Context: an optimization exercise on an open-source flow, tuned for small area, a short achievable clock period and few clock cycles. The choices shown serve that exercise and are no tape-out recipe.
Function was checked by simulation only, so behaviour that the tests miss may differ from the original.
No activity file was given, so power comes from the tool's default toggle rates.

==> flow/design.v <==
module dz3_pq_engine (
    input  wire         clk,
    input  wire         rst_n,
    input  wire         cmd_valid,
    output wire         cmd_ready,
    input  wire [1:0]   cmd_op,
    input  wire [5:0]   cmd_x,
    input  wire [5:0]   cmd_y,
    input  wire         in_valid,
    output wire         in_ready,
    input  wire [127:0] in_p,
    input  wire [127:0] in_q,
    input  wire [127:0] in_d,
    output reg          out_valid,
    output reg  [127:0] out_p,
    output reg  [127:0] out_q
);
    localparam [1:0] OP_ACC   = 2'd0;
    localparam [1:0] OP_ACC_P = 2'd1;
    localparam [1:0] OP_REC1Q = 2'd2;
    localparam [1:0] OP_REC2  = 2'd3;
    localparam [2:0] PH_IDLE = 3'd0;    
    localparam [2:0] PH_UPX  = 3'd1;    
    localparam [2:0] PH_DNX  = 3'd2;    
    localparam [2:0] PH_JNT  = 3'd3;    
    localparam [2:0] PH_DNM  = 3'd4;    
    localparam [2:0] PH_UPY  = 3'd5;    
    function [7:0] zech_inv;
        input [5:0] n;
        begin
            case (n)
            6'd0: zech_inv = 8'h00;
            6'd1: zech_inv = 8'hF4;
            6'd2: zech_inv = 8'hA7;
            6'd3: zech_inv = 8'h9D;
            6'd4: zech_inv = 8'h72;
            6'd5: zech_inv = 8'hED;
            6'd6: zech_inv = 8'h5F;
            6'd7: zech_inv = 8'h54;
            6'd8: zech_inv = 8'hA0;
            6'd9: zech_inv = 8'hA9;
            6'd10: zech_inv = 8'hFB;
            6'd11: zech_inv = 8'h74;
            6'd12: zech_inv = 8'h85;
            6'd13: zech_inv = 8'hE4;
            6'd14: zech_inv = 8'hC0;
            6'd15: zech_inv = 8'h8A;
            6'd16: zech_inv = 8'h67;
            6'd17: zech_inv = 8'hDC;
            6'd18: zech_inv = 8'h26;
            6'd19: zech_inv = 8'h63;
            6'd20: zech_inv = 8'hF2;
            6'd21: zech_inv = 8'hE9;
            6'd22: zech_inv = 8'hB4;
            6'd23: zech_inv = 8'hD2;
            6'd24: zech_inv = 8'h02;
            6'd25: zech_inv = 8'h8E;
            6'd26: zech_inv = 8'hBA;
            6'd27: zech_inv = 8'hAA;
            6'd28: zech_inv = 8'hDE;
            6'd29: zech_inv = 8'h89;
            6'd30: zech_inv = 8'h57;
            6'd31: zech_inv = 8'h59;
            6'd32: zech_inv = 8'hAC;
            6'd33: zech_inv = 8'h2C;
            6'd34: zech_inv = 8'h93;
            6'd35: zech_inv = 8'h09;
            6'd36: zech_inv = 8'h60;
            6'd37: zech_inv = 8'h1E;
            6'd38: zech_inv = 8'hBC;
            6'd39: zech_inv = 8'hA4;
            6'd40: zech_inv = 8'hB3;
            6'd41: zech_inv = 8'h43;
            6'd42: zech_inv = 8'hEB;
            6'd43: zech_inv = 8'hDA;
            6'd44: zech_inv = 8'h6A;
            6'd45: zech_inv = 8'h12;
            6'd46: zech_inv = 8'hC7;
            6'd47: zech_inv = 8'h39;
            6'd48: zech_inv = 8'h04;
            6'd49: zech_inv = 8'h69;
            6'd50: zech_inv = 8'h47;
            6'd51: zech_inv = 8'h98;
            6'd52: zech_inv = 8'h3E;
            6'd53: zech_inv = 8'hD0;
            6'd54: zech_inv = 8'h23;
            6'd55: zech_inv = 8'h82;
            6'd56: zech_inv = 8'h97;
            6'd57: zech_inv = 8'h7B;
            6'd58: zech_inv = 8'h52;
            6'd59: zech_inv = 8'hF6;
            6'd60: zech_inv = 8'hC5;
            6'd61: zech_inv = 8'h2F;
            6'd62: zech_inv = 8'h91;
            6'd63: zech_inv = 8'h1C;
            endcase
        end
    endfunction
    function [63:0] gf_mat;
        input [7:0] c;
        reg   [7:0] x;
        integer j;
        begin
            x = c;
            for (j = 0; j < 8; j = j + 1) begin
                gf_mat[8*j +: 8] = x;
                x = {x[6:0], 1'b0} ^ (x[7] ? 8'h1D : 8'h00);
            end
        end
    endfunction
    reg       p_valid;
    reg       p_free;      
    reg [1:0] p_op;
    reg [5:0] cx;
    reg [5:0] cy;
    reg [5:0] cm;
    reg [2:0] ph;
    reg [7:0] r;           
    reg [7:0] A;           
    reg       streaming;   
    reg [8:0] bcnt;
    reg       at_last;     
    reg       d_sel_lo;    
    reg       d_sel_hi;    
    reg       d_rec1q;
    reg       d_rec2;
    reg [63:0] m1;
    reg [63:0] m2;
    assign cmd_ready = p_free;
    assign in_ready  = streaming;
    wire fire_cmd  = cmd_valid && p_free;
    wire fire_in   = in_valid && streaming;
    wire last_beat = fire_in && at_last;
    wire p_ready   = p_valid && (ph == PH_IDLE);
    wire load_d    = p_ready && (!streaming || last_beat);
    wire [7:0] r_up   = {r[6:0], 1'b0} ^ (r[7] ? 8'h1D : 8'h00);    
    wire [7:0] r_down = {1'b0, r[7:1]} ^ (r[0] ? 8'h8E : 8'h00);    
    wire [7:0] f_d    = zech_inv(cx | cy);                          
    wire       cx_nz  = (cx != 6'd0);
    wire       cy_nz  = (cy != 6'd0);
    wire       cm_nz  = (cm != 6'd0);
    always @(posedge clk) begin
        if (!rst_n) begin
            p_valid <= 1'b0;
            p_free  <= 1'b1;
        end else if (fire_cmd) begin
            p_valid <= 1'b1;
            p_free  <= 1'b0;
        end else if (load_d) begin
            p_valid <= 1'b0;
            p_free  <= 1'b1;
        end
    end
    always @(posedge clk) begin
        if (fire_cmd) begin
            p_op <= cmd_op;
            cx   <= cmd_x;
            cy   <= cmd_y;
            cm   <= 6'd0;
            r    <= 8'd1;
            A    <= 8'd1;
            case (cmd_op)
                OP_ACC:   ph <= PH_UPX;
                OP_ACC_P: begin ph <= PH_IDLE; r <= 8'd0; end
                OP_REC1Q: ph <= PH_DNX;
                default:  ph <= PH_JNT;
            endcase
        end else begin
            case (ph)
                PH_UPX: begin
                    if (cx_nz) begin
                        r  <= r_up;
                        cx <= cx - 6'd1;
                    end else begin
                        ph <= PH_IDLE;
                    end
                end
                PH_DNX: begin
                    if (cx_nz) begin
                        r  <= r_down;
                        cx <= cx - 6'd1;
                    end else begin
                        A  <= r;
                        r  <= 8'd0;
                        ph <= PH_IDLE;
                    end
                end
                PH_JNT: begin
                    if (cx_nz && cy_nz) begin
                        cx <= cx - 6'd1;
                        cy <= cy - 6'd1;
                        cm <= cm + 6'd1;
                    end else begin
                        r  <= f_d;
                        ph <= PH_DNM;
                    end
                end
                PH_DNM: begin
                    if (cm_nz) begin
                        r  <= r_down;
                        cm <= cm - 6'd1;
                    end else begin
                        A  <= r;
                        r  <= f_d;
                        ph <= PH_UPY;
                    end
                end
                PH_UPY: begin
                    if (cy_nz) begin
                        r  <= r_up;
                        cy <= cy - 6'd1;
                    end else begin
                        ph <= PH_IDLE;
                    end
                end
                default: ph <= PH_IDLE;
            endcase
        end
    end
    always @(posedge clk) begin
        if (!rst_n)
            streaming <= 1'b0;
        else if (load_d)
            streaming <= 1'b1;
        else if (last_beat)
            streaming <= 1'b0;
    end
    always @(posedge clk) begin
        if (load_d) begin
            bcnt    <= 9'd0;
            at_last <= 1'b0;
        end else if (fire_in) begin
            bcnt    <= bcnt + 9'd1;
            at_last <= (bcnt == 9'd256);
        end
    end
    always @(posedge clk) begin
        if (load_d) begin
            d_sel_lo <= p_op[1];
            d_sel_hi <= !p_op[1];
            d_rec1q  <= (p_op == OP_REC1Q);
            d_rec2   <= (p_op == OP_REC2);
            m1       <= gf_mat(r);
            m2       <= gf_mat(A);
        end
    end
    always @(posedge clk) begin
        if (!rst_n)
            out_valid <= 1'b0;
        else
            out_valid <= fire_in;
    end
    wire d_rec = d_rec1q | d_rec2;
    reg [127:0] res_p;
    reg [127:0] res_q;
    reg [7:0]   sum, a, q, e;
    integer n, i, j;
    always @(*) begin
        for (n = 0; n < 16; n = n + 1) begin
            if (n < 8)
                a = d_sel_lo ? in_p[8*n +: 8] : in_d[8*n +: 8];
            else
                a = d_sel_hi ? in_d[8*n +: 8] : in_p[8*n +: 8];
            q = in_q[8*n +: 8];
            e = d_rec ? in_p[8*n +: 8] : (in_p[8*n +: 8] ^ in_d[8*n +: 8]);
            for (i = 0; i < 8; i = i + 1) begin
                sum[i] = 1'b0;
                for (j = 0; j < 8; j = j + 1)
                    sum[i] = sum[i] ^ (m1[8*j+i] & a[j]) ^ (m2[8*j+i] & q[j]);
            end
            res_p[8*n +: 8] = d_rec ? sum : e;
            res_q[8*n +: 8] = (d_rec1q ? 8'd0 : sum) ^ (d_rec2 ? e : 8'd0);
        end
    end
    always @(posedge clk) begin
        out_p <= res_p;
        out_q <= res_q;
    end
endmodule
==> flow/flow/run.sh <==
#!/bin/bash
# Standard layout, with two changes to how it is made:
#  - the port buffers are sky130_fd_sc_hd__buf_2 instead of the resizer's default choice;
#  - the pins of each byte lane (in_p, in_q, in_d, out_p, out_q bytes n) are placed as one
#    contiguous group, so each lane's logic sits next to its own pins.
# Each tool's full output goes to a log file in this folder.
set -euo pipefail
GROUPS_ARGS=$(cat flow/pin_groups.txt)
bash standard.sh "BUFFER_PORTS_ARGS=-buffer_cell sky130_fd_sc_hd__buf_2" \
    "PLACE_PINS_ARGS=$GROUPS_ARGS" finish > standard.log 2>&1
==> flow/flow/pin_groups.txt <==
-group_pins {in_p[0] in_p[1] in_p[2] in_p[3] in_p[4] in_p[5] in_p[6] in_p[7] in_q[0] in_q[1] in_q[2] in_q[3] in_q[4] in_q[5] in_q[6] in_q[7] in_d[0] in_d[1] in_d[2] in_d[3] in_d[4] in_d[5] in_d[6] in_d[7] out_p[0] out_p[1] out_p[2] out_p[3] out_p[4] out_p[5] out_p[6] out_p[7] out_q[0] out_q[1] out_q[2] out_q[3] out_q[4] out_q[5] out_q[6] out_q[7]} -group_pins {in_p[8] in_p[9] in_p[10] in_p[11] in_p[12] in_p[13] in_p[14] in_p[15] in_q[8] in_q[9] in_q[10] in_q[11] in_q[12] in_q[13] in_q[14] in_q[15] in_d[8] in_d[9] in_d[10] in_d[11] in_d[12] in_d[13] in_d[14] in_d[15] out_p[8] out_p[9] out_p[10] out_p[11] out_p[12] out_p[13] out_p[14] out_p[15] out_q[8] out_q[9] out_q[10] out_q[11] out_q[12] out_q[13] out_q[14] out_q[15]} -group_pins {in_p[16] in_p[17] in_p[18] in_p[19] in_p[20] in_p[21] in_p[22] in_p[23] in_q[16] in_q[17] in_q[18] in_q[19] in_q[20] in_q[21] in_q[22] in_q[23] in_d[16] in_d[17] in_d[18] in_d[19] in_d[20] in_d[21] in_d[22] in_d[23] out_p[16] out_p[17] out_p[18] out_p[19] out_p[20] out_p[21] out_p[22] out_p[23] out_q[16] out_q[17] out_q[18] out_q[19] out_q[20] out_q[21] out_q[22] out_q[23]} -group_pins {in_p[24] in_p[25] in_p[26] in_p[27] in_p[28] in_p[29] in_p[30] in_p[31] in_q[24] in_q[25] in_q[26] in_q[27] in_q[28] in_q[29] in_q[30] in_q[31] in_d[24] in_d[25] in_d[26] in_d[27] in_d[28] in_d[29] in_d[30] in_d[31] out_p[24] out_p[25] out_p[26] out_p[27] out_p[28] out_p[29] out_p[30] out_p[31] out_q[24] out_q[25] out_q[26] out_q[27] out_q[28] out_q[29] out_q[30] out_q[31]} -group_pins {in_p[32] in_p[33] in_p[34] in_p[35] in_p[36] in_p[37] in_p[38] in_p[39] in_q[32] in_q[33] in_q[34] in_q[35] in_q[36] in_q[37] in_q[38] in_q[39] in_d[32] in_d[33] in_d[34] in_d[35] in_d[36] in_d[37] in_d[38] in_d[39] out_p[32] out_p[33] out_p[34] out_p[35] out_p[36] out_p[37] out_p[38] out_p[39] out_q[32] out_q[33] out_q[34] out_q[35] out_q[36] out_q[37] out_q[38] out_q[39]} -group_pins {in_p[40] in_p[41] in_p[42] in_p[43] in_p[44] in_p[45] in_p[46] in_p[47] in_q[40] in_q[41] in_q[42] in_q[43] in_q[44] in_q[45] in_q[46] in_q[47] in_d[40] in_d[41] in_d[42] in_d[43] in_d[44] in_d[45] in_d[46] in_d[47] out_p[40] out_p[41] out_p[42] out_p[43] out_p[44] out_p[45] out_p[46] out_p[47] out_q[40] out_q[41] out_q[42] out_q[43] out_q[44] out_q[45] out_q[46] out_q[47]} -group_pins {in_p[48] in_p[49] in_p[50] in_p[51] in_p[52] in_p[53] in_p[54] in_p[55] in_q[48] in_q[49] in_q[50] in_q[51] in_q[52] in_q[53] in_q[54] in_q[55] in_d[48] in_d[49] in_d[50] in_d[51] in_d[52] in_d[53] in_d[54] in_d[55] out_p[48] out_p[49] out_p[50] out_p[51] out_p[52] out_p[53] out_p[54] out_p[55] out_q[48] out_q[49] out_q[50] out_q[51] out_q[52] out_q[53] out_q[54] out_q[55]} -group_pins {in_p[56] in_p[57] in_p[58] in_p[59] in_p[60] in_p[61] in_p[62] in_p[63] in_q[56] in_q[57] in_q[58] in_q[59] in_q[60] in_q[61] in_q[62] in_q[63] in_d[56] in_d[57] in_d[58] in_d[59] in_d[60] in_d[61] in_d[62] in_d[63] out_p[56] out_p[57] out_p[58] out_p[59] out_p[60] out_p[61] out_p[62] out_p[63] out_q[56] out_q[57] out_q[58] out_q[59] out_q[60] out_q[61] out_q[62] out_q[63]} -group_pins {in_p[64] in_p[65] in_p[66] in_p[67] in_p[68] in_p[69] in_p[70] in_p[71] in_q[64] in_q[65] in_q[66] in_q[67] in_q[68] in_q[69] in_q[70] in_q[71] in_d[64] in_d[65] in_d[66] in_d[67] in_d[68] in_d[69] in_d[70] in_d[71] out_p[64] out_p[65] out_p[66] out_p[67] out_p[68] out_p[69] out_p[70] out_p[71] out_q[64] out_q[65] out_q[66] out_q[67] out_q[68] out_q[69] out_q[70] out_q[71]} -group_pins {in_p[72] in_p[73] in_p[74] in_p[75] in_p[76] in_p[77] in_p[78] in_p[79] in_q[72] in_q[73] in_q[74] in_q[75] in_q[76] in_q[77] in_q[78] in_q[79] in_d[72] in_d[73] in_d[74] in_d[75] in_d[76] in_d[77] in_d[78] in_d[79] out_p[72] out_p[73] out_p[74] out_p[75] out_p[76] out_p[77] out_p[78] out_p[79] out_q[72] out_q[73] out_q[74] out_q[75] out_q[76] out_q[77] out_q[78] out_q[79]} -group_pins {in_p[80] in_p[81] in_p[82] in_p[83] in_p[84] in_p[85] in_p[86] in_p[87] in_q[80] in_q[81] in_q[82] in_q[83] in_q[84] in_q[85] in_q[86] in_q[87] in_d[80] in_d[81] in_d[82] in_d[83] in_d[84] in_d[85] in_d[86] in_d[87] out_p[80] out_p[81] out_p[82] out_p[83] out_p[84] out_p[85] out_p[86] out_p[87] out_q[80] out_q[81] out_q[82] out_q[83] out_q[84] out_q[85] out_q[86] out_q[87]} -group_pins {in_p[88] in_p[89] in_p[90] in_p[91] in_p[92] in_p[93] in_p[94] in_p[95] in_q[88] in_q[89] in_q[90] in_q[91] in_q[92] in_q[93] in_q[94] in_q[95] in_d[88] in_d[89] in_d[90] in_d[91] in_d[92] in_d[93] in_d[94] in_d[95] out_p[88] out_p[89] out_p[90] out_p[91] out_p[92] out_p[93] out_p[94] out_p[95] out_q[88] out_q[89] out_q[90] out_q[91] out_q[92] out_q[93] out_q[94] out_q[95]} -group_pins {in_p[96] in_p[97] in_p[98] in_p[99] in_p[100] in_p[101] in_p[102] in_p[103] in_q[96] in_q[97] in_q[98] in_q[99] in_q[100] in_q[101] in_q[102] in_q[103] in_d[96] in_d[97] in_d[98] in_d[99] in_d[100] in_d[101] in_d[102] in_d[103] out_p[96] out_p[97] out_p[98] out_p[99] out_p[100] out_p[101] out_p[102] out_p[103] out_q[96] out_q[97] out_q[98] out_q[99] out_q[100] out_q[101] out_q[102] out_q[103]} -group_pins {in_p[104] in_p[105] in_p[106] in_p[107] in_p[108] in_p[109] in_p[110] in_p[111] in_q[104] in_q[105] in_q[106] in_q[107] in_q[108] in_q[109] in_q[110] in_q[111] in_d[104] in_d[105] in_d[106] in_d[107] in_d[108] in_d[109] in_d[110] in_d[111] out_p[104] out_p[105] out_p[106] out_p[107] out_p[108] out_p[109] out_p[110] out_p[111] out_q[104] out_q[105] out_q[106] out_q[107] out_q[108] out_q[109] out_q[110] out_q[111]} -group_pins {in_p[112] in_p[113] in_p[114] in_p[115] in_p[116] in_p[117] in_p[118] in_p[119] in_q[112] in_q[113] in_q[114] in_q[115] in_q[116] in_q[117] in_q[118] in_q[119] in_d[112] in_d[113] in_d[114] in_d[115] in_d[116] in_d[117] in_d[118] in_d[119] out_p[112] out_p[113] out_p[114] out_p[115] out_p[116] out_p[117] out_p[118] out_p[119] out_q[112] out_q[113] out_q[114] out_q[115] out_q[116] out_q[117] out_q[118] out_q[119]} -group_pins {in_p[120] in_p[121] in_p[122] in_p[123] in_p[124] in_p[125] in_p[126] in_p[127] in_q[120] in_q[121] in_q[122] in_q[123] in_q[124] in_q[125] in_q[126] in_q[127] in_d[120] in_d[121] in_d[122] in_d[123] in_d[124] in_d[125] in_d[126] in_d[127] out_p[120] out_p[121] out_p[122] out_p[123] out_p[124] out_p[125] out_p[126] out_p[127] out_q[120] out_q[121] out_q[122] out_q[123] out_q[124] out_q[125] out_q[126] out_q[127]}
==> flow/standard.sh <==
#!/bin/bash
# synth_recipe.tcl (not shown) runs the flow's synth.tcl, then flattens the netlist and writes it again
# the make line also repeats each setting of config.mk as NAME=value (left out here)
make -C /OpenROAD-flow-scripts/flow DESIGN_CONFIG=/design/flow/config.mk WORK_HOME=/design/flow/orfs CLKGATE_MAP_FILE= SYNTH_SCRIPT=/design/flow/synth_recipe.tcl "${@:-finish}"
==> flow/config.mk <==
export PLATFORM = sky130hd
export DESIGN_NAME = dz3_pq_engine
export DESIGN_NICKNAME = dz3_pq_engine
export VERILOG_FILES = /design/flow/design.v
export SDC_FILE = /design/flow/constraint.sdc
export NUM_CORES = 4
export LEC_CHECK = 0
export CAP_MARGIN = 20
export CORE_MARGIN = 2
export CORE_UTILIZATION = 55
export CTS_BUF_LIST = sky130_fd_sc_hd__clkbuf_4 sky130_fd_sc_hd__clkbuf_8
export PLACE_DENSITY = 0.7
export SETUP_SLACK_MARGIN = 3.9
export SLEW_MARGIN = 50
==> flow/constraint.sdc <==
create_clock -name core_clock -period 6.5 [get_ports {clk}]
set_input_delay 1.3000 -clock core_clock [delete_from_list [all_inputs] [get_ports {clk}]]
set_output_delay 1.3000 -clock core_clock [all_outputs]
set_load 0.01 [all_outputs]
==> results of run 1 <==
[area by class of cell]
type	instances	area share (%)
Sequential cell	371	16.7
Inverter	28	0.226
Tap cell	1050	2.64
Antenna cell	68	0.341
Clock inverter	20	0.427
Timing Repair Buffer	820	9.79
Multi-Input combinational cell	5272	67.5
Clock buffer	95	2.41
[cell families after synthesis]
logic type	count (synthesis)	synth area share [%]
simple gates	2599	22.6
xor+xnor	2240	44.5
buf+inv	499	5.30
flops	371	18.8
compound gates	269	3.42
mux	141	4.67
fa+ha+maj	22	0.641
[cell usage after synthesis (all sizes together), types with 4 or more instances]
| library cell | count | area [um^2] |
|---|---|---|
| nand2 | 2223 | 8380 |
| xnor2 | 1817 | 15900 |
| xor2 | 423 | 3700 |
| nor2 | 327 | 1290 |
| dfxtp | 284 | 5690 |
| clkbuf | 253 | 970 |
| buf | 218 | 1260 |
| a21oi | 171 | 856 |
| mux2 | 128 | 1890 |
| edfxtp | 87 | 2610 |
| o21ai | 41 | 205 |
| inv | 27 | 101 |
| ha | 21 | 263 |
| a211oi | 12 | 90.1 |
| mux2i | 10 | 100 |
| nor3 | 10 | 55.1 |
| or2 | 8 | 50.1 |
| o211ai | 7 | 52.6 |
| o22ai | 5 | 31.3 |
| and2 | 4 | 25.0 |
| and3 | 4 | 25.0 |
| nor2b | 4 | 25.0 |
[tightest hold or removal path, cell delays in order (launching register included)]
cell                       delay [ns]
sky130_fd_sc_hd__dfxtp_1         0.31
sky130_fd_sc_hd__o21ai_0         0.06
sky130_fd_sc_hd__a21boi_0        0.08
[sequential cells by signal, summed over array words and instances (netlist names), 8 cells and up]
register	cells
A	8
out_p	128
bcnt	9
out_q	128
m1	29
m2	29
r	8
[worst paths after layout]
kind	startpoint	endpoint	slack [ns]	cells after the start
worst max-delay path	m1[58]	out_q[90]	3.92	8
worst min-delay path	p_valid	p_valid	0.49	2
worst max register to register	m1[58]	out_q[90]	3.92	8
worst min register to register	p_valid	p_valid	0.49	2
[report_power, final]
group	switching [uW]	total [uW]	internal (uW)
Sequential	611	4350	3740
Combinational	9690	17200	7520
Clock	1050	2360	1310
[what timing repair did]
item,4_1_cts,5_1_grt
pin swaps,2,22
buffers inserted,16,25
resized for setup,32,35
endpoints found under the setup margin,211,89
cloned,1,4
[cells in the final DEF (no fill, tap or decap), types with 11 or more instances in the layout]
cell type and instances:
sky130_fd_sc_hd__diode_2 68, sky130_fd_sc_hd__xnor2_2 11, sky130_fd_sc_hd__o21ai_1 11, sky130_fd_sc_hd__dfxtp_1 283, sky130_fd_sc_hd__clkbuf_4 17, sky130_fd_sc_hd__nor2_1 301, sky130_fd_sc_hd__nand2_1 2207, sky130_fd_sc_hd__inv_1 22
sky130_fd_sc_hd__buf_2 660, sky130_fd_sc_hd__xor2_1 423, sky130_fd_sc_hd__a211oi_1 11, sky130_fd_sc_hd__clkbuf_8 79, sky130_fd_sc_hd__buf_4 106, sky130_fd_sc_hd__xnor2_1 1806, sky130_fd_sc_hd__a21oi_1 170, sky130_fd_sc_hd__clkinv_2 15
sky130_fd_sc_hd__mux2_4 120, sky130_fd_sc_hd__edfxtp_1 87, sky130_fd_sc_hd__buf_6 36, sky130_fd_sc_hd__o21ai_0 30, sky130_fd_sc_hd__ha_1 18, sky130_fd_sc_hd__nand2_2 15, sky130_fd_sc_hd__nor2_2 22
[metrics by stage]
step / hold slack, ns / total power, uW
floorplan: 0.406 / 16600
global placement: 0.473 / 20500
detailed placement: 0.484 / 20900
CTS: 0.494 / 23400
global route: 0.507 / 25200
finish: 0.492 / 23900
[per-layer routing]
| layer | global-route usage [%] | vias to the layer above | part of all wire, % |
|---|---|---|---|
| met1 | 47.5 | 20267 | 37 |
| met4 | 22.2 | 20 | 6.1 |
| met5 | 0 | - | 0.067 |
| met2 | 60.0 | 2670 | 45 |
| li1 | - | 19557 | - |
| met3 | 8.03 | 576 | 12 |
==> reports/results.txt, run 1 <==
The flow ran to the end and the layout has no timing, DRC or antenna violations. The critical path buffer and inverter count came out at 1. The post-synthesis average cell area came out at 7.18 um^2.

The floorplan step set the die height to 287 um. For the worst setup path, the data required time is 7.12 ns. The root buffer cell was sky130_fd_sc_hd__clkbuf_8. The signal on the critical path passes through buf_4 -> nand2_1 -> xnor2_1 -> xnor2_1 -> xnor2_1 -> xnor2_1 -> nor2_1 -> xnor2_1. After detailed routing, the average wire length per cell comes to 21.4 um.

For this block, the routed nets add up to 166,000 um of wire. Subtracting the final worst setup slack from the clock period gives 2.58 ns. The number of pins with negative max-slew slack in the final report is 0.

STA classifies the critical path startpoint as a flip-flop. The number of antenna violations at the first check in global routing was 68; the H-tree depth reported by CTS was 2. Setup repair after global routing could not meet its margin everywhere.

Once detail routing completed, the nets flagged for antenna violations numbered 0. Sequential cell area: 8300 um^2. The logs give 33,600 um^2 for the footprint of the multi-input gates and 661 for the number of I/O pins. The number of DRC markers after the initial detailed-route iteration was 4,958. In this design, the stage delay of the slowest critical-path cell is 0.87 ns. TritonCTS built the clock tree.

Timing would allow up to 0.387 GHz. Total of fill cells in the finished design: 7,065. The fraction of registers with async set or reset after synthesis was 0%.

The placeable core region came out at 79,300 um^2. Measured against its own limit, the worst slew margin works out to 47.1%. TritonCTS created 61 clock buffers. For the number of failing hold endpoints at the final stage, the log shows 0.

The largest individual stage delay along the critical path comes from the cell sky130_fd_sc_hd__edfxtp_1. The number of warnings printed during yosys synthesis came out at 1. Summed over all nets, the half-perimeter wirelength after detailed placement is 116,000 um. The number of vias per cell works out to 5.58. The utilization of the core after routing is 62.9%, and the final worst clock skew is 0.0402 ns. In the synthesized netlist the dominant register cell turns out to be sky130_fd_sc_hd__dfxtp_1. The number of hold buffers added after CTS was 0.

The clock-pin slew of the registers on the worst-case setup and hold paths is 0.07 ns, and the peak fanout along the critical path is 9. Data arrives at the worst endpoint at 3.20 ns. The tools report the remaining global-route overflow as 0.

Counting along the longest clock path gives a buffer depth of 3. For the die area, the log shows 82,500 um^2. STA classifies the critical path endpoint as a flip-flop. The number of core rows was 103.

In this run, synthesis inferred 87 flip-flops with an integrated enable. Power spread over the standard cell area amounts to 480 nW/um^2. The via count of the first global-routing pass came out at 39,582. The maximum number of pins on one net before global-route repair was 145.

The area growth from synthesis to layout is 13.0%. For the latest clock arrival within the worst-skew pair, the log shows 0.73 ns. The run gives 6,565 as the total nets after synthesis. Combined global-route utilization of all metal layers: 37.9%. Yosys mapped the design onto 68 distinct sky130hd cell types. The path category of the worst min-delay check was reg -> reg. For this block, the via count after detailed routing is 43,090.

The cell family with the largest share of critical-path delay is XOR/XNOR gates. The tools report the post-layout instance count excluding filler cells as 7,724. After detailed routing, the number of remaining DRC violations is 0. The run gives 3.33 ns as the pre-CTS worst setup slack. The cell leakage power was 0.0206 uW. The most numerous cell type found on the critical path is sky130_fd_sc_hd__xnor2_1. Synthesis handed over a netlist of 6,141 instances.

After detailed placement, the design holds a cell count of 7,492. Measured along the x axis, the die boundary spans 287 um. With fillers left out, the area of the finished cells amounts to 49,800 um^2.

The first-pass detailed-route iteration total came out at 6. After synthesis the cells add up to 44,100 um^2. The register bit count reported by yosys was 371; the final sum of negative setup slack was 0 ns. The share of the cycle needed by the critical path after routing came out at 39.8%. After layout, the worst setup slack is 3.92 ns.

For the total of max-cap violations, the log shows 0. The setup path with the least slack is of type reg -> reg. Setup violations remaining at the end of the flow were counted as 0.

For the pin with the worst max-slew slack, the measured transition is 0.794 ns. The count of port buffers added during placement is 660, and the largest voltage drop on the vdd net is 0.271 mV. The congestion estimate from routability-driven global placement came to 0.929. After synthesis, flip-flops and latches occupy 18.8% of the total area. In the final layout, the share of cells above drive strength 1 is 17.3%. The first global-routing pass estimated 243,000 um of wire. The net count of the finished layout is 6,978. Clock tree synthesis found a total of 371 sinks.

The cell area after placement is 47,500 um^2, and the initial cell density of the core is 55.7%.
Testbench counts, summed over its fixed seeds: cycles 49,727.
==> run 2, diff against run 1 <==
--- a/flow/config.mk
+++ b/flow/config.mk
@@ -9,6 +9,6 @@
 export CORE_MARGIN = 2
 export CORE_UTILIZATION = 55
 export CTS_BUF_LIST = sky130_fd_sc_hd__clkbuf_4 sky130_fd_sc_hd__clkbuf_8
-export PLACE_DENSITY = 0.7
+export PLACE_DENSITY = 0.75
 export SETUP_SLACK_MARGIN = 3.9
 export SLEW_MARGIN = 50
==> run 2 against run 1 <==
Sequential share of layout area hardly changed. Clock-buffer cell count is 2 lower. Non-clock buffer count is 19 lower. Core utilization is 0.13 points lower. Sequential power hardly changed. Clock skew hardly changed. Synthesized area stayed put. Register-to-register slack better by 0.02 ns. Fmax is 0.47% lower. Critical path type is now reg -> out. Largest cell class unchanged. Largest power group unchanged.
==> reports/results.txt, run 2 <==
The tools report the post-detailed-route DRC marker count as 0 (unchanged). The highest clock frequency the design can meet is 0.385 GHz (was 0.387 GHz), and the total nets after synthesis is 6,565 (unchanged). The tools report the count of hold-fix buffers inserted at cts as 0 (unchanged). The logs give 0.945 (was 0.929) for the weighted congestion at the end of routability-driven global placement and 55.7% (unchanged) for the initial cell density of the core.

The largest family of logic cells by synthesized area is XOR/XNOR gates (unchanged). The tools report the type of element launching the critical path as a flip-flop (unchanged). Post-route total power: 23,800 uW (was 23,900 uW). The time the worst path needs with I/O delays and setup was 2.60 ns (was 2.58 ns). Top cells by count, synth: sky130_fd_sc_hd__nand2_1 (2,210), sky130_fd_sc_hd__xnor2_1 (1,815), sky130_fd_sc_hd__xor2_1 (423) (unchanged).

For the worst hold margin, the log shows 0.490 ns (was 0.492 ns). The adder-cell area share of the yosys netlist was 0.641% (unchanged). The flow ran to the end and the layout has no timing, DRC or antenna violations. The tools report the root buffer cell as sky130_fd_sc_hd__clkbuf_8 (unchanged). Path category of the worst min-delay check: reg -> reg (unchanged). The number of synthesized flops with an enable pin came out at 87 (unchanged). The share of the cycle needed by the critical path after routing was 39.9% (was 39.8%). The logs give 0 (unchanged) for the antenna violation net count after detailed routing and 3 (unchanged) for the number of buffers between clock root and the deepest sink. Number of pins with negative max-slew slack in the final report: 0 (unchanged). The run gives 40,740 (was 39,582) as the via count of the first global-routing pass. The top cell type's share of synthesized area works out to 36.0% (unchanged). The cell area after placement was 47,400 um^2 (was 47,500 um^2); the proportion of synthesized chip area in sequential cells was 18.8% (unchanged). The mapped cell area is 44,100 um^2 (unchanged), and the mux share of post-synthesis cell area is 4.67% (unchanged). The number of standard cells after synthesis was 6,141 (unchanged); the final sum of negative setup slack was 0 ns (unchanged).

The global routing usage on met1 was 45.6% (was 47.5%). The tools report the max-slew headroom at the worst pin as 48.7% (was 47.1%). The met3 usage in global routing came out at 10.1% (was 8.03%). Cell accounting for the most synthesized area: sky130_fd_sc_hd__xnor2_1 (unchanged). The combined global-route utilization of all metal layers came out at 37.9% (about the same). The worst hold path cell count works out to 2 (unchanged). Ordered cell list for the critical path: buf_2 (was buf_4 -> nand2_1 -> xnor2_1 -> xnor2_1 -> xnor2_1 -> xnor2_1 -> nor2_1 -> xnor2_1). The latest clock arrival within the worst-skew pair was 0.73 ns (about the same). The tools report the maximum number of pins on one net before global-route repair as 145 (unchanged). Most used standard cell by instance count after synthesis: sky130_fd_sc_hd__nand2_1 (unchanged). Critical path class: reg -> out (was reg -> reg). The die boundary width came out at 287 um (unchanged). The area added between synthesis and finish works out to 12.8% (was 13.0%).

The path depth of the worst reg2reg path was 9 (was 8). The mean routed wirelength per cell works out to 21.5 um (was 21.4 um). The tools report the final non-filler cell area as 49,700 um^2 (was 49,800 um^2).

The wire length of the first global-routing pass is 244,000 um (was 243,000 um), and the share of post-route cells with drive strength above 1 is 17.0% (was 17.3%). Setup repair after global routing left no endpoint under its margin. For the number of distinct library cells after synthesis, the log shows 68 (unchanged). The run gives 59.6% (was 60.0%) as the fraction of met2 tracks used by global routing.

The compound-gate portion of the synthesized area works out to 3.42% (unchanged). Utilization of the core after routing: 62.8% (was 62.9%). The tools report the overall routed net length as 165,000 um (was 166,000 um). Largest registers: out_p x128, out_q x128 (unchanged). The required time of the critical path came out at 5.20 ns (was 7.12 ns). The fraction of registers with async set or reset after synthesis was 0% (unchanged); the number of antenna violations at the first check in global routing was 73 (was 68). The run gives 6 (unchanged) as the first-pass detailed-route iteration total. The run gives 0.0404 ns (was 0.0402 ns) as the final worst clock skew. The flip-flop cell with the highest count after synthesis is sky130_fd_sc_hd__dfxtp_1 (unchanged).

The total clock sinks is 371 (unchanged). The count of port buffers added during placement came out at 660 (unchanged). The count of final setup violators was 0 (unchanged); the number of buffers inserted during clock tree synthesis was 61 (unchanged). TritonCTS built the clock tree.

The number of nets at the end of the flow was 6,959 (was 6,978); the die area was 82,500 um^2 (unchanged). The synthesized-area fraction occupied by and/or/nand/nor cells was 22.6% (unchanged); the vertical die dimension was 287 um (unchanged). The number of failing hold endpoints at the final stage is 0 (unchanged), and the remaining global-route overflow is 0 (unchanged). The transition at the pin with the smallest max-transition slack was 0.770 ns (was 0.794 ns). The run gives 0 (unchanged) as the total of max-cap violations. The category of the worst setup path capture point was an output port (was a flip-flop). The slowest cell on the critical path was sky130_fd_sc_hd__dfxtp_1 (was sky130_fd_sc_hd__edfxtp_1). The clock-pin slew of the registers on the worst-case setup and hold paths works out to 0.07 ns (about the same). Top cells by area, synth: sky130_fd_sc_hd__xnor2_1 (36%), sky130_fd_sc_hd__nand2_1 (19%), sky130_fd_sc_hd__dfxtp_1 (13%), sky130_fd_sc_hd__xor2_1 (8.4%), sky130_fd_sc_hd__edfxtp_1 (5.9%) (unchanged). The areal power density over the cells came out at 479 nW/um^2 (was 480 nW/um^2).

For the HPWL after detailed placement, the log shows 113,000 um (was 116,000 um). The number of logic stages on the critical path including buffering came out at 1 (was 8). Commonest cells after routing, fill and taps aside: sky130_fd_sc_hd__nand2_1 (2,206), sky130_fd_sc_hd__xnor2_1 (1,810), sky130_fd_sc_hd__buf_2 (660) (was sky130_fd_sc_hd__nand2_1 (2,207), sky130_fd_sc_hd__xnor2_1 (1,806), sky130_fd_sc_hd__buf_2 (660)). The endpoint arrival time on the critical path was 1.30 ns (was 3.20 ns); the number of warnings printed during yosys synthesis was 1 (unchanged). The xor/xnor share of the synthesized area was 44.5% (unchanged). The peak fanout along the critical path came out at 1 (was 9). The largest voltage drop on the vdd net was 0.222 mV (was 0.271 mV); the post-synthesis average cell area was 7.18 um^2 (unchanged). The cell family with the largest share of critical-path delay is flip-flops (was XOR/XNOR gates). Busiest layer in global routing: met2 (unchanged). Most common cell after layout, fill and taps aside: sky130_fd_sc_hd__nand2_1 (unchanged). The routed via count was 43,511 (was 43,090); the critical path buffer and inverter count was 1 (unchanged).

For the number of I/O pins, the log shows 661 (unchanged). The register bit count reported by yosys works out to 371 (unchanged). The peak per-stage delay on the critical path is 0.41 ns (was 0.87 ns), and the number of DRC markers after the initial detailed-route iteration is 5,210 (was 4,958).

The H-tree depth reported by CTS came out at 2 (unchanged). The placeable core region was 79,300 um^2 (unchanged). The number of core rows came out at 103 (unchanged). The number of vias per cell works out to 5.65 (was 5.58).

Cell leakage power: 0.0205 uW (was 0.0206 uW).
==> run 2: final timing paths <==
kind / start / endpoint / slack, ns
worst min-delay path: p_valid / p_valid / 0.49
worst min register to register: p_valid / p_valid / 0.49
worst max-delay path: out_q[61] / out_q[61] / 3.90
worst max register to register: m2[34] / out_q[90] / 3.94
==> run 2: area by class of cell <==
| type | instances | area, um^2 |
|---|---|---|
| multi-input cells | 5272 | 33700 |
| repair buffers | 801 | 4770 |
| fillers | 6899 | 29500 |
| inverters | 28 | 113 |
| clock inverters | 21 | 225 |
| diodes | 71 | 178 |
| flip-flops and latches | 371 | 8300 |
| clock buffers | 93 | 1180 |
| well taps | 1050 | 1310 |
==> run 2: cells by family after synthesis <==
family | after synthesis
AOI/OAI and AO/OA | 269
xor gates and xnor gates | 2240
adders and majority gates | 22
buffers and inverters | 499
DFF | 371
muxes | 141
and+or+nand+nor | 2599
==> run 2: metal layers <==
layer / up-vias / routed length (um) / part of all wire [%]
met1: 20234 / 58500 / 35
met3: 737 / 21700 / 13
li1: 19491 / - / -
met2: 3029 / 73800 / 45
met5: - / 115 / 0.070
met4: 20 / 11200 / 6.8
==> run 2: what timing repair did <==
action | CTS | global route
pin swaps | 1 | 11
gates cloned | 3 | 3
gates resized for setup | 40 | 36
setup buffers | 13 | 26
endpoints found under the setup margin | 276 | 131
==> run 2: where the power goes <==
group | switching (uW) | internal (uW)
Sequential | 607 | 3740
Combinational | 9640 | 7470
Clock | 1060 | 1320
==> run 2: through the flow <==
| stage | cells | setup slack [ns] |
|---|---|---|
| CTS | 7606 | 3.90 |
| global route | 7693 | 3.89 |
| finish | 7707 | 3.90 |
| global placement | 7443 | 3.30 |
| floorplan | 6141 | 3.90 |
| detailed placement | 7476 | 3.24 |
==> run 3, diff against run 2 <==
--- a/flow/config.mk
+++ b/flow/config.mk
@@ -7,8 +7,7 @@
 export LEC_CHECK = 0
 export CAP_MARGIN = 20
 export CORE_MARGIN = 2
-export CORE_UTILIZATION = 55
-export CTS_BUF_LIST = sky130_fd_sc_hd__clkbuf_4 sky130_fd_sc_hd__clkbuf_8
+export CORE_UTILIZATION = 60
 export PLACE_DENSITY = 0.75
-export SETUP_SLACK_MARGIN = 3.9
+export SETUP_SLACK_MARGIN = 4.0
 export SLEW_MARGIN = 50
==> run 3 against run 2 <==
Still clean on timing, DRC and antenna. Via count increased by 0.72%. Routed wire length increased by 4.0%. Flip-flop and latch count unchanged. Fmax increased by 1.4%. Critical endpoint is now out_q[35]. Highest routed layer unchanged.
==> reports/results.txt, run 3 <==
Largest registers: out_p x128, out_q x128 (unchanged). The number of pins with negative max-slew slack in the final report came out at 0 (unchanged). The number of synthesized flops with an enable pin was 87 (unchanged); the highest clock frequency the design can meet was 0.391 GHz (was 0.385 GHz). The run gives 25,600 uW (was 23,800 uW) as the post-route total power. The critical path buffer and inverter count is 1 (unchanged). The number of warnings printed during yosys synthesis is 1 (unchanged), and the count of hold-fix buffers inserted at cts is 0 (unchanged). The worst hold margin came out at 0.512 ns (was 0.490 ns). Most common cell after layout, fill and taps aside: sky130_fd_sc_hd__xnor2_1 (was sky130_fd_sc_hd__nand2_1). Top cells by area, synth: sky130_fd_sc_hd__xnor2_1 (36%), sky130_fd_sc_hd__nand2_1 (19%), sky130_fd_sc_hd__dfxtp_1 (13%), sky130_fd_sc_hd__xor2_1 (8.4%), sky130_fd_sc_hd__edfxtp_1 (5.9%) (unchanged).

The number of antenna violations at the first check in global routing was 64 (was 73); the register bit count reported by yosys was 371 (unchanged). The number of distinct library cells after synthesis came out at 68 (unchanged). Root buffer cell: sky130_fd_sc_hd__clkbuf_16 (was sky130_fd_sc_hd__clkbuf_8). The tools report the total clock sinks as 371 (unchanged). The final worst clock skew was 0.0151 ns (was 0.0404 ns). The clock-pin slew of the registers on the worst-case setup and hold paths was 0.06 ns (was 0.07 ns). The run gives 0 ns (unchanged) as the final sum of negative setup slack. Total of max-cap violations: 0 (unchanged).

For the number of core rows, the log shows 99 (was 103). The mean routed wirelength per cell is 22.5 um (was 21.5 um), and the count of final setup violators is 0 (unchanged). The critical path class is in -> reg (was reg -> out). The post-synthesis average cell area was 7.18 um^2 (unchanged); the first-pass detailed-route iteration total was 6 (unchanged). The most used standard cell by instance count after synthesis is sky130_fd_sc_hd__nand2_1 (unchanged). The mapped cell area came out at 44,100 um^2 (unchanged).

Cell accounting for the most synthesized area: sky130_fd_sc_hd__xnor2_1 (unchanged). The overall routed net length was 172,000 um (was 165,000 um); the wire length of the first global-routing pass was 247,000 um (was 244,000 um). The max-slew headroom at the worst pin was 45.9% (was 48.7%). Ordered cell list for the critical path: clkbuf_4 -> nand2_1 -> xnor2_1 -> xnor2_1 -> xnor2_1 -> xnor2_1 -> xnor2_2 -> nor2_1 -> xnor2_1 (was buf_2). By instance count, the cell type seen most on the critical path is sky130_fd_sc_hd__xnor2_1. The peak per-stage delay on the critical path came out at 0.30 ns (was 0.41 ns). The logs give 0 (unchanged) for the remaining global-route overflow and 6,141 (unchanged) for the number of standard cells after synthesis. The top cell type's share of synthesized area came out at 36.0% (unchanged). HPWL after detailed placement: 117,000 um (was 113,000 um).

The count of port buffers added during placement is 660 (unchanged), and the die boundary width is 275 um (was 287 um). The areal power density over the cells is 470 nW/um^2 (was 479 nW/um^2). Slowest cell on the critical path: sky130_fd_sc_hd__xnor2_1 (was sky130_fd_sc_hd__dfxtp_1). The flow ran to the end and the layout has no timing, DRC or antenna violations. The cell area after placement is 50,200 um^2 (was 47,400 um^2).

The run gives 3.07 ns (was 1.30 ns) as the endpoint arrival time on the critical path. For the H-tree depth reported by CTS, the log shows 2 (unchanged). Largest voltage drop on the vdd net: 0.380 mV (was 0.222 mV). The tools report the type of element launching the critical path as a primary input (was a flip-flop). The vertical die dimension works out to 275 um (was 287 um). The share of the cycle needed by the critical path after routing is 39.4% (was 39.9%). For the utilization of the core after routing, the log shows 74.7% (was 62.8%). The run gives 5,164 (was 5,210) as the number of DRC markers after the initial detailed-route iteration. Category of the worst setup path capture point: a flip-flop (was an output port). The peak fanout along the critical path came out at 8 (was 1).

The share of post-route cells with drive strength above 1 came out at 31.5% (was 17.0%). For the required time of the critical path, the log shows 7.01 ns (was 5.20 ns). The flip-flop cell with the highest count after synthesis was sky130_fd_sc_hd__dfxtp_1 (unchanged). Commonest cells after routing, fill and taps aside: sky130_fd_sc_hd__xnor2_1 (1,600), sky130_fd_sc_hd__nand2_1 (1,480), sky130_fd_sc_hd__nand2_2 (682) (was sky130_fd_sc_hd__nand2_1 (2,206), sky130_fd_sc_hd__xnor2_1 (1,810), sky130_fd_sc_hd__buf_2 (660)). The proportion of synthesized chip area in sequential cells came out at 18.8% (unchanged). The run gives 661 (unchanged) as the number of I/O pins. The total nets after synthesis came out at 6,565 (unchanged).

The number of buffers between clock root and the deepest sink is 3 (unchanged), and the weighted congestion at the end of routability-driven global placement is 0.968 (was 0.945). Setup repair after global routing could not meet its margin everywhere. Path category of the worst min-delay check: reg -> reg (unchanged).

The number of failing hold endpoints at the final stage is 0 (unchanged), and the via count of the first global-routing pass is 40,111 (was 40,740). The initial cell density of the core was 60.6% (was 55.7%). TritonCTS built the clock tree.

The area added between synthesis and finish is 23.3% (was 12.8%). The number of buffers inserted during clock tree synthesis came out at 41 (was 61). The tools report the latest clock arrival within the worst-skew pair as 0.59 ns (was 0.73 ns). Cell family with the largest share of critical-path delay: XOR/XNOR gates (was flip-flops).

Top cells by count, synth: sky130_fd_sc_hd__nand2_1 (2,210), sky130_fd_sc_hd__xnor2_1 (1,815), sky130_fd_sc_hd__xor2_1 (423) (unchanged). The maximum number of pins on one net before global-route repair was 129 (was 145); the final non-filler cell area was 54,400 um^2 (was 49,700 um^2). Number of nets at the end of the flow: 7,016 (was 6,959). The antenna violation net count after detailed routing came out at 0 (unchanged). The die area came out at 75,700 um^2 (was 82,500 um^2). The tools report the total of fill cells in the finished design as 5,512 (was 6,899). The number of vias per cell is 5.73 (was 5.65), and the routed via count is 43,826 (was 43,511). For the post-detailed-route DRC marker count, the log shows 0 (unchanged).

Transition at the pin with the smallest max-transition slack: 0.811 ns (was 0.770 ns). The fraction of registers with async set or reset after synthesis is 0% (unchanged), and the placeable core region is 72,800 um^2 (was 79,300 um^2). The cell leakage power is 0.0227 uW (was 0.0205 uW), and the time the worst path needs with I/O delays and setup is 2.56 ns (was 2.60 ns). The run gives 42.2% (was 37.9%) as the combined global-route utilization of all metal layers.
## run 3: cell counts after synthesis
No cell type changed its count.
## run 3: final cells by class
| class | instances | area (um^2) | share of cell area (%) |
|---|---|---|---|
| inverter | 28 | 115 | 0.212 |
| multi-input combinational | 5272 | 37400 | 68.7 |
| timing repair buffer | 878 | 5830 | 10.7 |
| sequential | 371 | 8300 | 15.3 |
| clock inverter | 13 | 193 | 0.354 |
| clock buffer | 62 | 1210 | 2.23 |
| tap | 959 | 1200 | 2.21 |
| antenna | 70 | 175 | 0.322 |
## run 3: metrics by stage
stage                     instances  worst slack [ns]
after CTS                      7507              3.98
after detailed placement       7394              3.29
after floorplan                6141              3.93
final                          7653              3.94
after global routing           7637              3.90
after global placement         7366              3.31
## run 3: kinds of logic after synthesis
kind of cell / share of synthesized area, %
muxes: 4.67
adders and majority gates: 0.641
xor gates and xnor gates: 44.5
buffers and inverters: 5.30
DFF: 18.8
and+or+nand+nor: 22.6
AOI/OAI and AO/OA: 3.42
## run 3: repair_timing
item | CTS | global route
setup buffers | 30 | 62
endpoints found under the setup margin | 233 | 192
cloned | 8 | 10
pin swaps | 11 | 172
gates resized for setup | 66 | 227
## run 3: final timing paths
path / start / depth (start not counted) / end / slack (ns)
worst max-delay path: in_q[36] / 9 / out_q[35] / 3.94
worst min-delay path: streaming / 2 / streaming / 0.51
worst max register to register: m2[35] / 9 / out_q[35] / 3.97
worst min register to register: streaming / 2 / streaming / 0.51
## run 3: per-layer routing
metal | GRT usage [%] | part of all wire, % | vias to the layer above | wire, um
li1 | - | - | 19618 | -
met1 | 51.2 | 36 | 20631 | 61700
met2 | 67.2 | 45 | 2792 | 78000
met3 | 10.1 | 11 | 769 | 19700
met4 | 27.0 | 7.2 | 16 | 12400
met5 | 0 | 0.062 | - | 106
## run 3: tightest hold or removal path, cell delays in order, from the launching register on
cell and delay [ns]:
sky130_fd_sc_hd__dfxtp_2 0.35, sky130_fd_sc_hd__nand2_1 0.06, sky130_fd_sc_hd__a21boi_0 0.07
## run 3: report_power, final
group	leakage, uW	switching (uW)	total (uW)	internal (uW)
Sequential	0.00321	589	4330	3740
Clock	0.000686	1010	2470	1450
Combinational	0.0188	10400	18800	8410
==> run 4, diff against run 3 <==
--- a/flow/config.mk
+++ b/flow/config.mk
@@ -7,7 +7,8 @@
 export LEC_CHECK = 0
 export CAP_MARGIN = 20
 export CORE_MARGIN = 2
-export CORE_UTILIZATION = 60
-export PLACE_DENSITY = 0.75
-export SETUP_SLACK_MARGIN = 4.0
+export CORE_UTILIZATION = 55
+export CTS_BUF_LIST = sky130_fd_sc_hd__clkbuf_2 sky130_fd_sc_hd__clkbuf_4 sky130_fd_sc_hd__clkbuf_8
+export PLACE_DENSITY = 0.7
+export SETUP_SLACK_MARGIN = 3.95
 export SLEW_MARGIN = 50
==> run 4 against run 3 <==
Still clean on timing, DRC and antenna. Synthesized area did not move. Hold slack worse by 0.016 ns. Combinational power fell by 5%. Fmax is 0.43% higher. Flip-flop and latch count did not move. Critical path type is now reg -> reg. Critical endpoint is now out_q[9].
==> reports/results.txt, run 4 <==
The top cell type's share of synthesized area came out at 36.0% (unchanged). The tools report the remaining global-route overflow as 0 (unchanged). Setup repair after global routing could not meet its margin everywhere. The area added between synthesis and finish works out to 17.2% (was 23.3%). The largest voltage drop on the vdd net was 0.246 mV (was 0.380 mV); the areal power density over the cells was 479 nW/um^2 (was 470 nW/um^2).

The wire length of the first global-routing pass came out at 251,000 um (was 247,000 um). Top cells by count, synth: sky130_fd_sc_hd__nand2_1 (2,210), sky130_fd_sc_hd__xnor2_1 (1,815), sky130_fd_sc_hd__xor2_1 (423) (unchanged). The clock-pin slew of the registers on the worst-case setup and hold paths was 0.06 ns (about the same); the first-pass detailed-route iteration total was 8 (was 6).

The tools report the launch point of the worst hold path as cm[5] (was streaming). Largest registers: out_p x128, out_q x128 (unchanged). The tools report the die area as 82,500 um^2 (was 75,700 um^2). The logs give 7,020 (was 7,016) for the number of nets at the end of the flow and 43,369 (was 43,826) for the routed via count. The via count of the first global-routing pass was 40,005 (was 40,111); the peak per-stage delay on the critical path was 0.45 ns (was 0.30 ns). The flip-flop cell with the highest count after synthesis was sky130_fd_sc_hd__dfxtp_1 (unchanged). The design internal power was 13,000 uW (was 13,600 uW); the antenna violation net count after detailed routing was 0 (unchanged).

The number of antenna violations at the first check in global routing is 62 (was 64), and the final worst clock skew is 0.0319 ns (was 0.0151 ns). The combined global-route utilization of all metal layers came out at 39.5% (was 42.2%). The startpoint of the worst register-to-register path was m2[49] (was m2[35]).

The share of post-route cells with drive strength above 1 was 23.7% (was 31.5%); the number of I/O pins was 661 (unchanged). The run gives 6,565 (unchanged) as the total nets after synthesis. The maximum number of pins on one net before global-route repair was 99 (was 129); the clock group share of total power was 10.1% (was 9.6%). The number of buffers inserted during clock tree synthesis is 67 (was 41), and the total clock sinks is 371 (unchanged). The most prevalent standard cell on the critical path is sky130_fd_sc_hd__xnor2_1 (unchanged). The register bit count reported by yosys came out at 371 (unchanged). Ordered cell list for the critical path: buf_8 -> nand2_1 -> xor2_1 -> xnor2_1 -> xnor2_1 -> xnor2_1 -> xnor2_1 -> nor2_2 -> xnor2_1 (was clkbuf_4 -> nand2_1 -> xnor2_1 -> xnor2_1 -> xnor2_1 -> xnor2_1 -> xnor2_2 -> nor2_1 -> xnor2_1).

The placeable core region is 79,300 um^2 (was 72,800 um^2). The mapped cell area was 44,100 um^2 (unchanged). The share of the cycle needed by the critical path after routing is 39.2% (was 39.4%). The flow ran to the end and the layout has no timing, DRC or antenna violations. The run gives 17.6% (was 16.9%) as the share of total power in sequential cells.

The end point of the most critical hold path is cm[5] (was streaming). The run gives 0 (unchanged) as the total of max-cap violations. Die boundary width: 287 um (was 275 um). The cell family with the largest share of critical-path delay is XOR/XNOR gates (unchanged). Path category of the worst min-delay check: reg -> reg (unchanged).

For the number of placed instances with taps included, the log shows 7,488 (was 7,394). The tools report the required time of the critical path as 7.08 ns (was 7.01 ns). The highest clock frequency the design can meet came out at 0.392 GHz (was 0.391 GHz). The cell leakage power is 0.0214 uW (was 0.0227 uW). The count of final setup violators is 0 (unchanged), and the fraction of power spent switching nets is 47.6% (was 46.8%). The run gives 72.3% (was 73.4%) as the combinational share of power. The run gives 0 ns (unchanged) as the final sum of negative setup slack. Transition at the pin with the smallest max-transition slack: 0.890 ns (was 0.811 ns). The vertical die dimension is 287 um (was 275 um). The smallest setup slack after layout came out at 3.95 ns (was 3.94 ns). The peak fanout along the critical path was 66 (was 8); the latest clock arrival within the worst-skew pair was 0.69 ns (was 0.59 ns). The type of element launching the critical path is a flip-flop (was a primary input). The run gives 3 (was 2) as the H-tree depth reported by CTS. Critical path buffer and inverter count: 1 (unchanged). The overall routed net length was 171,000 um (was 172,000 um); the number of failing hold endpoints at the final stage was 0 (unchanged). TritonCTS built the clock tree. The fraction of registers with async set or reset after synthesis was 0% (unchanged). The pre-CTS worst setup slack was 3.08 ns (was 3.29 ns); the weighted congestion at the end of routability-driven global placement was 0.931 (was 0.968).

For the max-slew headroom at the worst pin, the log shows 40.5% (was 45.9%). The run gives 18.8% (unchanged) as the proportion of synthesized chip area in sequential cells. The critical path class is reg -> reg (was in -> reg).

The cell accounting for the most synthesized area was sky130_fd_sc_hd__xnor2_1 (unchanged). The number of pins with negative max-slew slack in the final report is 0 (unchanged), and the count of hold-fix buffers inserted at cts is 0 (unchanged). The worst hold path cell count is 2 (unchanged), and the post-layout instance count excluding filler cells is 7,751 (was 7,653). The time the worst path needs with I/O delays and setup is 2.55 ns (was 2.56 ns). The internal reg-to-reg setup slack was 3.95 ns (was 3.97 ns); the mean routed wirelength per cell was 22.0 um (was 22.5 um). The post-synthesis average cell area is 7.18 um^2 (unchanged), and the switching component of the power is 11,800 uW (was 12,000 uW). The number of vias per cell works out to 5.60 (was 5.73). The path depth of the worst reg2reg path came out at 9 (unchanged). The most used standard cell by instance count after synthesis is sky130_fd_sc_hd__nand2_1 (unchanged). The number of warnings printed during yosys synthesis is 1 (unchanged). The tools report the root buffer cell as sky130_fd_sc_hd__clkbuf_8 (was sky130_fd_sc_hd__clkbuf_16). The number of synthesized flops with an enable pin was 87 (unchanged); the number of DRC markers after the initial detailed-route iteration was 5,262 (was 5,164).

Commonest cells after routing, fill and taps aside: sky130_fd_sc_hd__nand2_1 (1,877), sky130_fd_sc_hd__xnor2_1 (1,750), sky130_fd_sc_hd__buf_2 (660) (was sky130_fd_sc_hd__xnor2_1 (1,600), sky130_fd_sc_hd__nand2_1 (1,480), sky130_fd_sc_hd__nand2_2 (682)). The HPWL after detailed placement was 118,000 um (was 117,000 um). Start point of the critical path: m2[49] (was in_q[36]). The slowest cell on the critical path was sky130_fd_sc_hd__buf_8 (was sky130_fd_sc_hd__xnor2_1). The initial cell density of the core is 55.7% (was 60.6%).

The run gives 0.496 ns (was 0.512 ns) as the worst hold margin. The end of the worst register-to-register path is out_q[9] (was out_q[35]). The count of port buffers added during placement was 660 (unchanged).

The number of buffers between clock root and the deepest sink came out at 3 (unchanged). The tools report the category of the worst setup path capture point as a flip-flop (unchanged). The run gives 0 (unchanged) as the post-detailed-route DRC marker count. For the endpoint arrival time on the critical path, the log shows 3.13 ns (was 3.07 ns). The number of core rows was 103 (was 99). The number of distinct library cells after synthesis is 68 (unchanged). The number of standard cells after synthesis was 6,141 (unchanged). The most common cell after layout, fill and taps aside was sky130_fd_sc_hd__nand2_1 (was sky130_fd_sc_hd__xnor2_1). Top cells by area, synth: sky130_fd_sc_hd__xnor2_1 (36%), sky130_fd_sc_hd__nand2_1 (19%), sky130_fd_sc_hd__dfxtp_1 (13%), sky130_fd_sc_hd__xor2_1 (8.4%), sky130_fd_sc_hd__edfxtp_1 (5.9%) (unchanged).
-- run 4: per-stage QoR --
step,power (uW),instance area (um^2),util (%)
after floorplan,16900,46900,-
after detailed placement,21200,48700,61.4
after global routing,26100,51600,65.2
final,24800,51700,65.2
after global placement,20800,48200,60.8
after CTS,24100,50800,64.1
-- run 4: timing repair --
item,CTS,global route
gates resized for setup,57,60
pin swaps,4,31
cloned,6,3
setup endpoints to repair,247,121
buffers inserted,28,51
-- run 4: worst reg2reg max path, stage by stage (launching register included) --
cell and delay, ns:
sky130_fd_sc_hd__edfxtp_1 0.39, sky130_fd_sc_hd__buf_8 0.45, sky130_fd_sc_hd__nand2_1 0.21, sky130_fd_sc_hd__xor2_1 0.20, sky130_fd_sc_hd__xnor2_1 0.13, sky130_fd_sc_hd__xnor2_1 0.30, sky130_fd_sc_hd__xnor2_1 0.16, sky130_fd_sc_hd__xnor2_1 0.31
sky130_fd_sc_hd__nor2_2 0.06, sky130_fd_sc_hd__xnor2_1 0.23
-- run 4: worst max path at each step --
stage               slack [ns]   endpoint  cells past startpoint
floorplan                 3.93   out_q[6]                      9
global placement          3.11       r[0]                      7
detailed placement        3.08       r[0]                      7
CTS                       3.95  out_q[71]                     10
global route              3.87   out_q[9]                      9
finish                    3.95   out_q[9]                      9
-- run 4: cell type report --
type	instances	area [um^2]
Clock buffer	94	1190
Sequential cell	371	8300
Tap cell	1050	1310
Inverter	28	116
Clock inverter	25	290
Timing Repair Buffer	855	5290
Multi-Input combinational cell	5272	35000
Fill cell	6882	27600
Antenna cell	55	138
Timing Repair inverter	1	5.00
-- run 4: cell families after synthesis --
group | Yosys count | synth area share, %
adder cells (fa/ha/maj) | 22 | 0.641
XOR/XNOR | 2240 | 44.5
flip-flops | 371 | 18.8
AND/OR/NAND/NOR | 2599 | 22.6
AO/OA/AOI/OAI | 269 | 3.42
multiplexers | 141 | 4.67
buffers and inverters | 499 | 5.30
-- run 4: power by group through the flow --
stage          logic, uW  clock network (uW)  registers (uW)
3_5_place_dp       16700                   0            4510
4_1_cts            17100                2520            4390
3_3_place_gp       16100                   0            4690
6_report           17900                2500            4350
5_1_grt            19000                2610            4410
2_1_floorplan      12400                   0            4510
-- run 4: layer usage --
metal,share of wire [%],routed length (um),vias up,track usage (%)
li1,-,-,19612,-
met3,12,20400,613,10.5
met5,0.18,304,-,0
met4,5.5,9460,38,20.8
met1,38,64600,20385,50.5
met2,44,75900,2721,60.7
==> run 5, diff against run 4 <==
==> flow/flow/run.sh (replaced) <==
#!/bin/bash
# Standard layout, with two changes to how it is made:
#  - the port buffers are sky130_fd_sc_hd__buf_1 instead of the resizer's default choice;
#  - the pins of each byte lane (in_p, in_q, in_d, out_p, out_q bytes n) are placed as one
#    contiguous group, so each lane's logic sits next to its own pins.
# Each tool's full output goes to a log file in this folder.
set -euo pipefail
GROUPS_ARGS=$(cat flow/pin_groups.txt)
bash standard.sh "BUFFER_PORTS_ARGS=-buffer_cell sky130_fd_sc_hd__buf_1" \
    "PLACE_PINS_ARGS=$GROUPS_ARGS" finish > standard.log 2>&1
--- a/flow/config.mk
+++ b/flow/config.mk
@@ -8,7 +8,7 @@
 export CAP_MARGIN = 20
 export CORE_MARGIN = 2
 export CORE_UTILIZATION = 55
-export CTS_BUF_LIST = sky130_fd_sc_hd__clkbuf_2 sky130_fd_sc_hd__clkbuf_4 sky130_fd_sc_hd__clkbuf_8
+export CTS_BUF_LIST = sky130_fd_sc_hd__clkbuf_4 sky130_fd_sc_hd__clkbuf_8
 export PLACE_DENSITY = 0.7
-export SETUP_SLACK_MARGIN = 3.95
+export SETUP_SLACK_MARGIN = 3.9
 export SLEW_MARGIN = 50
==> run 5 against run 4 <==
Sequential power is 2% higher. Final cell count decreased by 0.57%. Routed wire length decreased by 2.1%. Clock power about the same. Global-route usage is 1.0 points lower. Critical path depth unchanged. Design area down 4.9%. Setup slack worse by 0.053 ns. Critical endpoint is now out_q[107]. Largest cell class unchanged. Largest power group unchanged.
==> reports/results.txt, run 5 <==
The mapped cell area is 44,100 um^2 (unchanged). The fraction of registers with async set or reset after synthesis works out to 0% (unchanged). The post-synthesis average cell area is 7.18 um^2 (unchanged). The clock-pin slew of the registers on the worst-case setup and hold paths was 0.05 ns (was 0.06 ns); the peak fanout along the critical path was 8 (was 66).

The share of the cycle needed by the critical path after routing is 40.0% (was 39.2%). The launch point of the worst hold path was p_valid (was cm[5]). The number of placed instances with taps included was 7,485 (was 7,488). Most used standard cell by instance count after synthesis: sky130_fd_sc_hd__nand2_1 (unchanged). The tools report the startpoint of the worst register-to-register path as m2[43] (was m2[49]). The areal power density over the cells is 486 nW/um^2 (was 479 nW/um^2), and the maximum number of pins on one net before global-route repair is 161 (was 99). The vertical die dimension was 287 um (unchanged); the final sum of negative setup slack was 0 ns (unchanged). The cell accounting for the most synthesized area is sky130_fd_sc_hd__xnor2_1 (unchanged).

Commonest cells after routing, fill and taps aside: sky130_fd_sc_hd__nand2_1 (2,206), sky130_fd_sc_hd__xnor2_1 (1,806), sky130_fd_sc_hd__buf_1 (603) (was sky130_fd_sc_hd__nand2_1 (1,877), sky130_fd_sc_hd__xnor2_1 (1,750), sky130_fd_sc_hd__buf_2 (660)). The tools report the count of hold-fix buffers inserted at cts as 0 (unchanged). The logs give 0.250 mV (was 0.246 mV) for the largest voltage drop on the vdd net and 3.18 ns (was 3.13 ns) for the endpoint arrival time on the critical path. The number of antenna violations at the first check in global routing was 70 (was 62); the die boundary width was 287 um (unchanged).

The tools report the wire length of the first global-routing pass as 246,000 um (was 251,000 um). The highest clock frequency the design can meet was 0.384 GHz (was 0.392 GHz). Top cells by area, synth: sky130_fd_sc_hd__xnor2_1 (36%), sky130_fd_sc_hd__nand2_1 (19%), sky130_fd_sc_hd__dfxtp_1 (13%), sky130_fd_sc_hd__xor2_1 (8.4%), sky130_fd_sc_hd__edfxtp_1 (5.9%) (unchanged).

The number of standard cells after synthesis came out at 6,141 (unchanged). The register bit count reported by yosys is 371 (unchanged). The flip-flop cell with the highest count after synthesis was sky130_fd_sc_hd__dfxtp_1 (unchanged).

The smallest setup slack after layout is 3.90 ns (was 3.95 ns), and the number of pins with negative max-slew slack in the final report is 0 (unchanged). The type of element launching the critical path was a primary input (was a flip-flop). The required time of the critical path is 7.08 ns (about the same), and the final non-filler cell area is 49,100 um^2 (was 51,700 um^2). For the number of I/O pins, the log shows 661 (unchanged). Setup repair after global routing could not meet its margin everywhere. The cell leakage power was 0.0189 uW (was 0.0214 uW). The top cell type's share of synthesized area is 36.0% (unchanged), and the die area is 82,500 um^2 (unchanged). The run gives 3 (unchanged) as the number of buffers between clock root and the deepest sink. The number of distinct library cells after synthesis is 68 (unchanged). The tools report the combined global-route utilization of all metal layers as 38.4% (was 39.5%). The cell area after placement is 46,700 um^2 (was 48,700 um^2), and the max-slew headroom at the worst pin is 44.9% (was 40.5%). The critical path class is in -> reg (was reg -> reg). TritonCTS built the clock tree. Antenna violation net count after detailed routing: 0 (unchanged). The count of port buffers added during placement is 660 (unchanged). The run gives 0.0487 ns (was 0.0319 ns) as the final worst clock skew. H-tree depth reported by CTS: 3 (unchanged). The start point of the critical path was in_q[108] (was m2[49]). The via count of the first global-routing pass was 40,033 (was 40,005). The number of buffers inserted during clock tree synthesis was 67 (unchanged); the number of synthesized flops with an enable pin was 87 (unchanged). The number of vias per cell is 5.61 (was 5.60), and the placeable core region is 79,300 um^2 (unchanged). For the total of fill cells in the finished design, the log shows 7,134 (was 6,882). For the overall routed net length, the log shows 167,000 um (was 171,000 um). The run finished with no timing, DRC or antenna violations.

The transition at the pin with the smallest max-transition slack is 0.826 ns (was 0.890 ns). The area added between synthesis and finish works out to 11.4% (was 17.2%). The time the worst path needs with I/O delays and setup is 2.60 ns (was 2.55 ns). For the proportion of synthesized chip area in sequential cells, the log shows 18.8% (unchanged). The pre-CTS worst setup slack is 3.17 ns (was 3.08 ns). The tools report the routed via count as 43,258 (was 43,369).

Path category of the worst min-delay check: reg -> reg (unchanged). The logs give 55.7% (unchanged) for the initial cell density of the core and 0 (unchanged) for the remaining global-route overflow. The root buffer cell is sky130_fd_sc_hd__clkbuf_8 (unchanged). The tools report the latest clock arrival within the worst-skew pair as 0.70 ns (was 0.69 ns).

The number of nets at the end of the flow is 6,963 (was 7,020). The number of core rows was 103 (unchanged); the number of DRC markers after the initial detailed-route iteration was 5,137 (was 5,262).
[run 5: changes by cell type in the layout (fill, tap and decap cells not counted), moves of 15 or more]
cell                       before   now
sky130_fd_sc_hd__buf_2        660     3
sky130_fd_sc_hd__buf_1          0   603
sky130_fd_sc_hd__nand2_1     1877  2206
sky130_fd_sc_hd__nand2_2      329    16
sky130_fd_sc_hd__buf_4        133    75
sky130_fd_sc_hd__xnor2_1     1750  1806
sky130_fd_sc_hd__xnor2_2       67    11
sky130_fd_sc_hd__clkbuf_2       0    54
sky130_fd_sc_hd__nand2_4       16     1
[run 5: worst paths after layout]
check | end | slack, ns | cells after the start
setup / recovery | out_q[107] | 3.90 | 9
hold / removal | p_valid | 0.49 | 2
setup reg to reg | out_q[43] | 3.91 | 10
hold reg to reg | p_valid | 0.49 | 2
[run 5: cell type report]
type | count | area (um^2) | share of cell area (%)
diodes | 66 | 165 | 0.336
clock inverters | 19 | 223 | 0.453
clock buffers | 102 | 1280 | 2.60
well taps | 1050 | 1310 | 2.67
repair buffers | 798 | 4040 | 8.22
inverters | 28 | 113 | 0.229
repair inverters | 1 | 5.00 | 0.0102
multi-input cells | 5272 | 33700 | 68.6
flip-flops and latches | 371 | 8300 | 16.9
[run 5: repair_timing]
| item | CTS | global route |
|---|---|---|
| pin swaps | 3 | 14 |
| hold endpoints to repair | 0 | 0 |
| gates resized for setup | 38 | 107 |
| setup buffers | 13 | 15 |
| setup endpoints to repair | 222 | 116 |
| gates cloned | 3 | 3 |
[run 5: logic make-up (layout without fill, tap and decap cells)]
| group | Yosys count | in the layout | synth area share (%) |
|---|---|---|---|
| other cells | 0 | 66 | 0 |
| flops | 371 | 371 | 18.8 |
| simple gates | 2599 | 2600 | 22.6 |
| xor+xnor | 2240 | 2240 | 44.5 |
| fa+ha+maj | 22 | 22 | 0.641 |
| buf+inv | 499 | 948 | 5.30 |
| mux | 141 | 141 | 4.67 |
| compound gates | 269 | 269 | 3.42 |
[run 5: where the power goes]
| part | internal [uW] | switching, uW |
|---|---|---|
| registers | 3740 | 678 |
| clock network | 1400 | 1110 |
| logic | 7270 | 9670 |
| total | 12400 | 11500 |
[run 5: critical path: stages]
cell and delay (ns):
sky130_fd_sc_hd__buf_1 0.39, sky130_fd_sc_hd__nand2_1 0.13, sky130_fd_sc_hd__xor2_1 0.17, sky130_fd_sc_hd__xnor2_1 0.14
sky130_fd_sc_hd__xnor2_1 0.33, sky130_fd_sc_hd__xnor2_1 0.14, sky130_fd_sc_hd__xnor2_1 0.27, sky130_fd_sc_hd__nor2_1 0.09
sky130_fd_sc_hd__xnor2_1 0.22
[run 5: routing by layer]
layer,share of wire [%],GRT usage [%]
met1,37,47.4
met2,45,60.0
met3,12,9.23
met4,6.8,24.6
met5,0.060,0.116
[run 5: per-stage QoR]
| stage | utilization [%] | power [uW] |
|---|---|---|
| global placement | 58.3 | 20300 |
| CTS | 61.2 | 23300 |
| detailed placement | 58.9 | 20600 |
| floorplan | - | 16600 |
| finish | 62.0 | 23900 |
| global route | 62.0 | 25200 |

port drivers added, routing unchanged:
No port has a modelled driver above. Below, the same layouts with a new extraction and two added sets of constraints.
Step 1 assumes that a clkbuf_16 drives the clock port and a buf_2 every other input.
Step 2 times the ports against the registers' clock, not the clock port: input delays grow and output delays shrink by t, the midpoint of the rising clock arrivals with the driver on.
Three values: ideal, step 1, step 2; two values: the first two.
run	t (ns)	slack for setup (ns)
run 1	0.777	3.916 / 3.894 / 3.252
run 2	0.774	3.903 / 3.841 / 3.211
run 3	0.656	3.939 / 3.887 / 3.231
run 4	0.744	3.950 / 3.936 / 3.260
run 5	0.750	3.898 / 3.838 / 3.102
After both steps setup and hold are still met in every run listed.
